Context: an optimization exercise on an open-source flow, tuned for small area. The choices shown serve that exercise and are no tape-out recipe.
Where RTL was checked, it was by simulation tests only, not by an equivalence proof against the original.

==> harbor: inputs <==
// qfb_if
module qfb_if (
    input  wire        clk,
    input  wire        rst,         
    input  wire        a,
    input  wire        b,
    input  wire        z,
    input  wire        en,          
    input  wire        dirinv,      
    input  wire        zinv,        
    input  wire [1:0]  idxqual,     
    input  wire [9:0]  cwin,        
    input  wire [31:0] chg_hi,      
    input  wire [31:0] chg_lo,      
    input  wire [9:0]  zto,         
    input  wire [15:0] enc_cpr,     
    input  wire        wr,
    input  wire [2:0]  waddr,
    input  wire [31:0] wdata,
    input  wire        rearm,       
    output reg  [31:0] count,
    output reg  [31:0] idxcnt,
    output reg  [31:0] fbspeed,
    output reg  [15:0] idxdev,
    output reg  [15:0] hits,
    output reg  [15:0] merged,
    output reg  [15:0] phcnt,
    output wire [7:0]  fbstat,
    output reg  [31:0] cmp,
    output reg         arm,
    output reg  [1:0]  idxmode,
    output reg         cntmeth,
  ...
make LEC_CHECK=0 CAP_MARGIN=20 CORE_MARGIN=2 CORE_UTILIZATION=40 SLEW_MARGIN=20 finish   # period 200.0 ns
run.sh (not shown) runs the stock make flow with config.mk's settings and CLKGATE_MAP_FILE= SYNTH_SCRIPT=/design/flow/synth_recipe.tcl, a recipe that flattens the netlist after the stock synthesis.
==> inputs of raven, as changes to harbor <==
ABC_AREA = 1   (was unset)
CORE_UTILIZATION = 60   (was 40)
CTS_BUF_LIST = sky130_fd_sc_hd__clkbuf_8   (was unset)
CTS_CLUSTER_DIAMETER = 50   (was unset)
CTS_CLUSTER_SIZE = 12   (was unset)
PLACE_DENSITY = 0.7   (was unset)
==> inputs of quartz, as changes to harbor <==
--- a/flow/design.v
+++ b/flow/design.v
@@ -296,16 +296,15 @@
         endcase
     end
     qfb_ge #(34) u_sel (.a({2'd0, dt_t}), .b(tk_t), .ge(dt_ge));
     wire        sel_t = ~dt_ge;
     wire [31:0] pd_t  = sel_t ? tsl_n : dt_t;
     wire [1:0]  pk_t  = sel_t ? 2'd0 : kc;                    
     wire        pstart = (stepc == 5'd16);
-    reg  [31:0] pd_r;
-    reg  [32:0] pr_r;
+    reg  [31:0] pd_r, pr_r;
     reg  [1:0]  pk_r;
     reg  [23:0] pq_r;
     reg         psat_r;
     wire [31:0] pd  = pstart ? pd_t : pd_r;
     wire [1:0]  pk  = pstart ? pk_t : pk_r;
     reg  [2:0]  pf;                  
     always @(*) begin
@@ -313,15 +312,15 @@
             2'd0: pf = 3'd1;
             2'd1: pf = 3'd2;
             2'd2: pf = 3'd4;
             default: pf = 3'd5;
         endcase
     end
     wire        psat = pstart ? (pd_t[31:3] == 29'd0 && pd_t[2:0] <= pf) : psat_r;
-    wire [32:0] pr   = pstart ? {30'd0, pf} : pr_r;
+    wire [31:0] pr   = pstart ? {29'd0, pf} : pr_r;
     reg  [33:0] pn;
     always @(*) begin
         case (pk)
             2'd0: pn = 34'h0BEBC2000;
             2'd1: pn = 34'h17D784000;
             2'd2: pn = 34'h23C346000;
             default: pn = 34'h2FAF08000;
@@ -332,30 +331,30 @@
         case (stepc[1:0])
             2'd0: pnb = pn[30:23];
             2'd1: pnb = pn[22:15];
             2'd2: pnb = pn[14:7];
             default: pnb = {pn[6:0], 1'b0};
         endcase
     end
-    wire [32:0] prr [0:8];
+    wire [31:0] prr [0:8];
     wire [7:0]  pqb;
     assign prr[0] = pr;
     genvar pi;
     generate for (pi = 0; pi < 8; pi = pi + 1) begin : prow
         qfb_drow #(32) u (.r(prr[pi]), .n(pnb[7 - pi]), .d(pd), .ro(prr[pi + 1]), .q(pqb[7 - pi]));
     end endgenerate
-    wire [40:0] prow_o = {pqb, prr[8]};
+    wire [39:0] prow_o = {pqb, prr[8]};
     always @(posedge clk) begin
         pd_r   <= pd;
         pk_r   <= pk;
         psat_r <= psat;
-        pr_r   <= prow_o[32:0];
-        pq_r   <= {pq_r[15:0], prow_o[40:33]};
+        pr_r   <= prow_o[31:0];
+        pq_r   <= {pq_r[15:0], prow_o[39:32]};
     end
-    wire [31:0] pmag = psat ? 32'h7FFFFFFF : {1'b0, pq_r, prow_o[40:34]};
+    wire [31:0] pmag = psat ? 32'h7FFFFFFF : {1'b0, pq_r, prow_o[39:33]};
     reg  [31:0] tsx;
     reg  [1:0]  tso;
     always @(*) begin
         case ({p2_step, p1_step})
             2'b00: begin tsx = tsl; tso = 2'd2; end
             2'b01: begin tsx = cl1; tso = 2'd1; end
             2'b10: begin tsx = cl1; tso = 2'd0; end
@@ -373,98 +372,82 @@
     qfb_add #(16) u_z35 (.a({z3, 4'd0}), .b({3'd0, z5}), .ci(1'b0), .s(z35[15:0]), .co(z35[16]));
     qfb_add #(22) u_zu  (.a({z3, 10'd0}), .b({5'd0, z35}), .ci(1'b0), .s(zto_u), .co());
     qfb_ge  #(32) u_zge (.a(tsx), .b({4'd0, zto_u, 4'd0, tso}), .ge(ts_ge));
     wire        p_zto  = (tsx[31:2] == 30'd0 && tsx[1:0] < tso) | ts_ge;
     wire        p_zero = ~en_s | (nedge < 3'd2) | p_zto;
     reg  [10:0] wblk;
     reg  [10:0] wsub;
+    reg  [21:0] wnet;
     wire [10:0] cwin_eff = (cwin == 10'd0) ? 11'd100 : {1'b0, cwin};
     wire        win_end  = en_s & (wsub == 11'd1999) & (wblk == cwin_eff);
     wire [10:0] wblk_inc, wsub_inc;
+    wire [21:0] wnet_add;
     qfb_inc #(11) u_wblk (.a(wblk), .ci(1'b1), .s(wblk_inc), .co());
     qfb_inc #(11) u_wsub (.a(wsub), .ci(1'b1), .s(wsub_inc), .co());
-    reg         wn_s;
-    reg  [32:0] wn_m;
-    localparam [32:0] WN_MAXN = 33'h186A00000;    
-    localparam [32:0] WN_MAXP = 33'h1869FF3CB;    
-    wire        n1_up = p1_step & p1_up, n1_dn = p1_step & ~p1_up;
-    wire        n0_up = d_step & d_up,   n0_dn = d_step & ~d_up;
-    wire [1:0]  s2_u = {1'b0, n1_up} + {1'b0, n0_up};
-    wire [1:0]  s2_d = {1'b0, n1_dn} + {1'b0, n0_dn};
-    wire [1:0]  s3_u = s2_u + {1'b0, st_up};
-    wire [1:0]  s3_d = s2_d + {1'b0, st_dn};
-    wire [2:0]  s2_v = {1'b0, s2_u} - {1'b0, s2_d};
-    wire [2:0]  s3_v = {1'b0, s3_u} - {1'b0, s3_d};
-    wire [2:0]  sr_v = en_s ? s3_v : s2_v;
-    wire [1:0]  sr_a = sr_v[2] ? (2'd0 - sr_v[1:0]) : sr_v[1:0];
-    reg  [32:0] sr_m;
-    always @(*) begin
-        case (sr_a)
-            2'd0: sr_m = 33'd0;
-            2'd1: sr_m = 33'd3125;
-            2'd2: sr_m = 33'd6250;
-            default: sr_m = 33'd9375;
-        endcase
-    end
-    wire        wn_zero = (wn_m == 33'd0);
-    wire        wn_ismn = (wn_m == WN_MAXN);
-    wire        wn_away = wn_zero | (n0_up & ~wn_s) | (n0_dn & wn_s);
-    wire        wn_add  = wn_away & ~(n0_dn & wn_s & wn_ismn);
-    wire        wn_sn   = (n0_up & ~wn_s & (wn_m == WN_MAXP)) ? 1'b1 :
-                          (n0_dn & wn_s & wn_ismn) ? 1'b0 :
-                          (wn_zero & d_step) ? n0_dn : wn_s;
-    wire [32:0] wn_sum;
-    qfb_add #(33) u_wn (.a(wn_m), .b({33{d_step}} & ({33{~wn_add}} ^ 33'd3125)),
-                        .ci(d_step & ~wn_add), .s(wn_sum), .co());
-    wire        wn_rs   = ~en_s | first | win_end;
-    wire        wn_s_n  = wn_rs ? sr_v[2] : wn_sn;
-    wire [32:0] wn_m_n  = wn_rs ? sr_m : wn_sum;
+    qfb_add #(22) u_wnet (.a(wnet), .b({22{st_dn}}), .ci(st_up), .s(wnet_add), .co());
     always @(posedge clk) begin
         if (!en_s || first || win_end) begin
             wblk <= 11'd1;
             wsub <= 11'd0;
         end else if (wblk == 11'd1049 && wsub == 11'd1151) begin    
             wblk <= 11'd1;
             wsub <= 11'd0;
         end else if (wsub == 11'd1999) begin
             wblk <= wblk_inc;
             wsub <= 11'd0;
         end else
             wsub <= wsub_inc;
-        wn_s <= wn_s_n;
-        wn_m <= wn_m_n;
+        if (!en_s)
+            wnet <= 22'd0;
+        else if (first || win_end)
+            wnet <= stepv[21:0];
+        else
+            wnet <= wnet_add;
     end
     wire        cstart = (wsub == 11'd1996);
-    wire [32:0] cy_t = wn_m_n;
-    reg  [11:0] cr_r;
+    wire [1:0]  sc_u   = {1'b0, st_up} + {1'b0, p1_step & p1_up} + {1'b0, d_step & d_up};
+    wire [1:0]  sc_d   = {1'b0, st_dn} + {1'b0, p1_step & ~p1_up} + {1'b0, d_step & ~d_up};
+    wire [2:0]  sc     = {1'b0, sc_u} - {1'b0, sc_d};
+    wire [21:0] wnet_t, wabs_t;
+    qfb_add #(22) u_wnt (.a(wnet), .b({{19{sc[2]}}, sc}), .ci(1'b0), .s(wnet_t), .co());
+    qfb_inc #(22) u_wab (.a(wnet_t ^ {22{wnet_t[21]}}), .ci(wnet_t[21]), .s(wabs_t), .co());
+    wire [23:0] w3;
+    wire [24:0] w5;
+    wire [28:0] w35;
+    wire [32:0] cy_t;
+    qfb_add #(23) u_w3  (.a({1'b0, wabs_t}), .b({wabs_t, 1'b0}), .ci(1'b0), .s(w3[22:0]), .co(w3[23]));
+    qfb_add #(24) u_w5  (.a({2'b0, wabs_t}), .b({wabs_t, 2'b0}), .ci(1'b0), .s(w5[23:0]), .co(w5[24]));
+    qfb_add #(28) u_w35 (.a({w3, 4'd0}), .b({3'd0, w5}), .ci(1'b0), .s(w35[27:0]), .co(w35[28]));
+    qfb_add #(33) u_cy  (.a({w3[22:0], 10'd0}), .b({4'd0, w35}), .ci(1'b0), .s(cy_t), .co());
+    reg  [10:0] cr_r;
     reg  [23:0] cq_r;
     reg  [13:0] cy_r;
     reg         csat_r, cneg_r;
     wire        cy_ge;
     qfb_ge #(11) u_csat (.a(cy_t[32:22]), .b(wblk), .ge(cy_ge));
     wire        csat = cstart ? cy_ge : csat_r;
-    wire        cneg = cstart ? wn_s_n : cneg_r;
-    wire [11:0] cr   = cstart ? {1'b0, cy_t[32:22]} : cr_r;
+    wire        cneg = cstart ? wnet_t[21] : cneg_r;
+    wire [10:0] cr   = cstart ? cy_t[32:22] : cr_r;
     wire [7:0]  cnb  = cstart ? cy_t[21:14] : cy_r[13:6];
-    wire [11:0] crr [0:8];
+    wire [10:0] crr [0:8];
     wire [7:0]  cqb;
     assign crr[0] = cr;
     genvar ci;
     generate for (ci = 0; ci < 8; ci = ci + 1) begin : crow
         qfb_drow #(11) u (.r(crr[ci]), .n(cnb[7 - ci]), .d(wblk), .ro(crr[ci + 1]), .q(cqb[7 - ci]));
     end endgenerate
-    wire [19:0] crow_o = {cqb, crr[8]};
+    wire [18:0] crow_o = {cqb, crr[8]};
     always @(posedge clk) begin
         csat_r <= csat;
         cneg_r <= cneg;
-        cr_r   <= crow_o[11:0];
-        cq_r   <= {cq_r[15:0], crow_o[19:12]};
+        cr_r   <= crow_o[10:0];
+        cq_r   <= {cq_r[15:0], crow_o[18:11]};
         cy_r   <= cstart ? {cy_t[13:0]} : {cy_r[5:0], 8'd0};
     end
-    wire [31:0] cmag = csat ? 32'h7FFFFFFF : {1'b0, cq_r, crow_o[19:13]};
+    wire [31:0] cmag = csat ? 32'h7FFFFFFF : {1'b0, cq_r, crow_o[18:12]};
     wire        fneg  = fbspeed[31];
     wire [31:0] fbx   = fbspeed ^ {32{fneg}};        
     wire        fbt   = (fbx[3:0] != 4'd0) | fneg;
     wire        hi_ge, lo_ge;
     qfb_ge #(33) u_hi (.a({chg_hi, 1'b0}), .b({4'd0, fbx[31:4], fbt}), .ge(hi_ge));
     qfb_ge #(32) u_lo (.a({4'd0, cmag[31:4]}), .b(chg_lo), .ge(lo_ge));
     wire        gt_hi = (chg_hi == 32'd0) ? ({4'd0, fbx[31:4], fbt} > {32'd1000000, 1'b0}) : ~hi_ge;
@@ -558,17 +541,19 @@
     genvar i;
     generate for (i = 0; i < W; i = i + 1) begin : g
         assign c[i+1] = (a[i] & ~b[i]) | (a[i] & c[i]) | (~b[i] & c[i]);
     end endgenerate
     assign ge = c[W];
 endmodule
 module qfb_drow #(parameter W = 32) (
-    input  wire [W:0]   r,
+    input  wire [W-1:0] r,
     input  wire         n,
     input  wire [W-1:0] d,
-    output wire [W:0]   ro,
+    output wire [W-1:0] ro,
     output wire         q
 );
-    wire s = r[W];
-    qfb_add #(W + 1) u_as (.a({r[W-1:0], n}), .b({1'b0, d} ^ {(W + 1){~s}}), .ci(~s), .s(ro), .co());
-    assign q = ~ro[W];
+    wire [W:0] t;
+    wire       co;
+    qfb_add #(W + 1) u_sub (.a({r, n}), .b({1'b1, ~d}), .ci(1'b1), .s(t), .co(co));
+    assign q  = co;
+    assign ro = q ? t[W-1:0] : {r[W-2:0], n};
 endmodule
==> notes.md <==
Status: harbor timing/DRC/antenna clean; raven timing/DRC/antenna clean; quartz timing/DRC/antenna clean
Fraction of the mapped netlist area in compound gates: harbor 13.6%; raven 10.6%; quartz 13.5%
Hold Path Sink: harbor pq_r[17]; raven pq_r[9]; quartz pq_r[10]
Starting utilization of the core area: harbor 40.3%; raven 60.7%; quartz 40.2%
DP Worst Slack: harbor 43.44 ns; raven 42.12 ns; quartz 44.35 ns
Gate count of the mapped netlist: harbor 5358; raven 5868; quartz 5517
Sequential cells: harbor 678; raven 678; quartz 664
Flip-flop and latch share of the layout cell area: harbor 23.0%; raven 24.2%; quartz 21.9%
Maximum cell stage delay along the critical path: harbor 0.72 ns; raven 0.85 ns; quartz 0.73 ns
Length in cells of the worst reg-to-reg path: harbor 352; raven 349; quartz 354
Largest fanout on the critical path: harbor 36; raven 92; quartz 47
Share of the core filled with cells in the final layout: harbor 46.5%; raven 68.2%; quartz 46.5%
Layout clock buffer count: harbor 117; raven 96; quartz 112
CTS Sinks: harbor 678; raven 678; quartz 664
R2r endpoint: harbor pr_r[32]; raven pq_r[0]; quartz pr_r[3]
Start point of the worst min-delay path: harbor pq_r[9]; raven pq_r[1]; quartz pq_r[2]
Post-placement cell area: harbor 56500 µm²; raven 54300 µm²; quartz 58100 µm²
Vias post-DR: harbor 39464; raven 40172; quartz 40922
WL met1: harbor 65000 µm; raven 56800 µm; quartz 64300 µm
CTS clk-pin slew, worst paths: harbor 0.06 ns; raven 0.08 ns; quartz 0.06 ns
Function not checked in quartz: the RTL went through the layout flow alone.

[port drivers added, routing unchanged]
Ports are ideal in the flow. The routed layouts listed here were re-timed in OpenROAD. Step 1, drivers: a clkbuf_16 drives clk and a buf_2 each remaining input, both assumed. Step 2 adds t to the input delays and takes it off the output delays; t is the mean of the earliest and latest rising clock arrival at the registers after step 1. Input paths then give back, and output paths get back, about the clock's delay inside the block. Three values: ideal ports, drivers, drivers and shift; two values: the first two.
| run | t (ns) | slack for setup (ns) | worst register clock-pin slew, ns |
|---|---|---|---|
| harbor | 0.761 | 45.439 / 45.450 / 44.689 | 0.07 / 0.07 |
| raven | 0.789 | 43.770 / 43.789 / 42.999 | 0.09 / 0.09 |
| quartz | 0.735 | 45.359 / 45.407 / 44.672 | 0.06 / 0.06 |
After both steps setup and hold are still met in every run listed. The setup slack of raven, which loses most, moves by +0.019 ns with the drivers and by -0.771 ns with both steps.
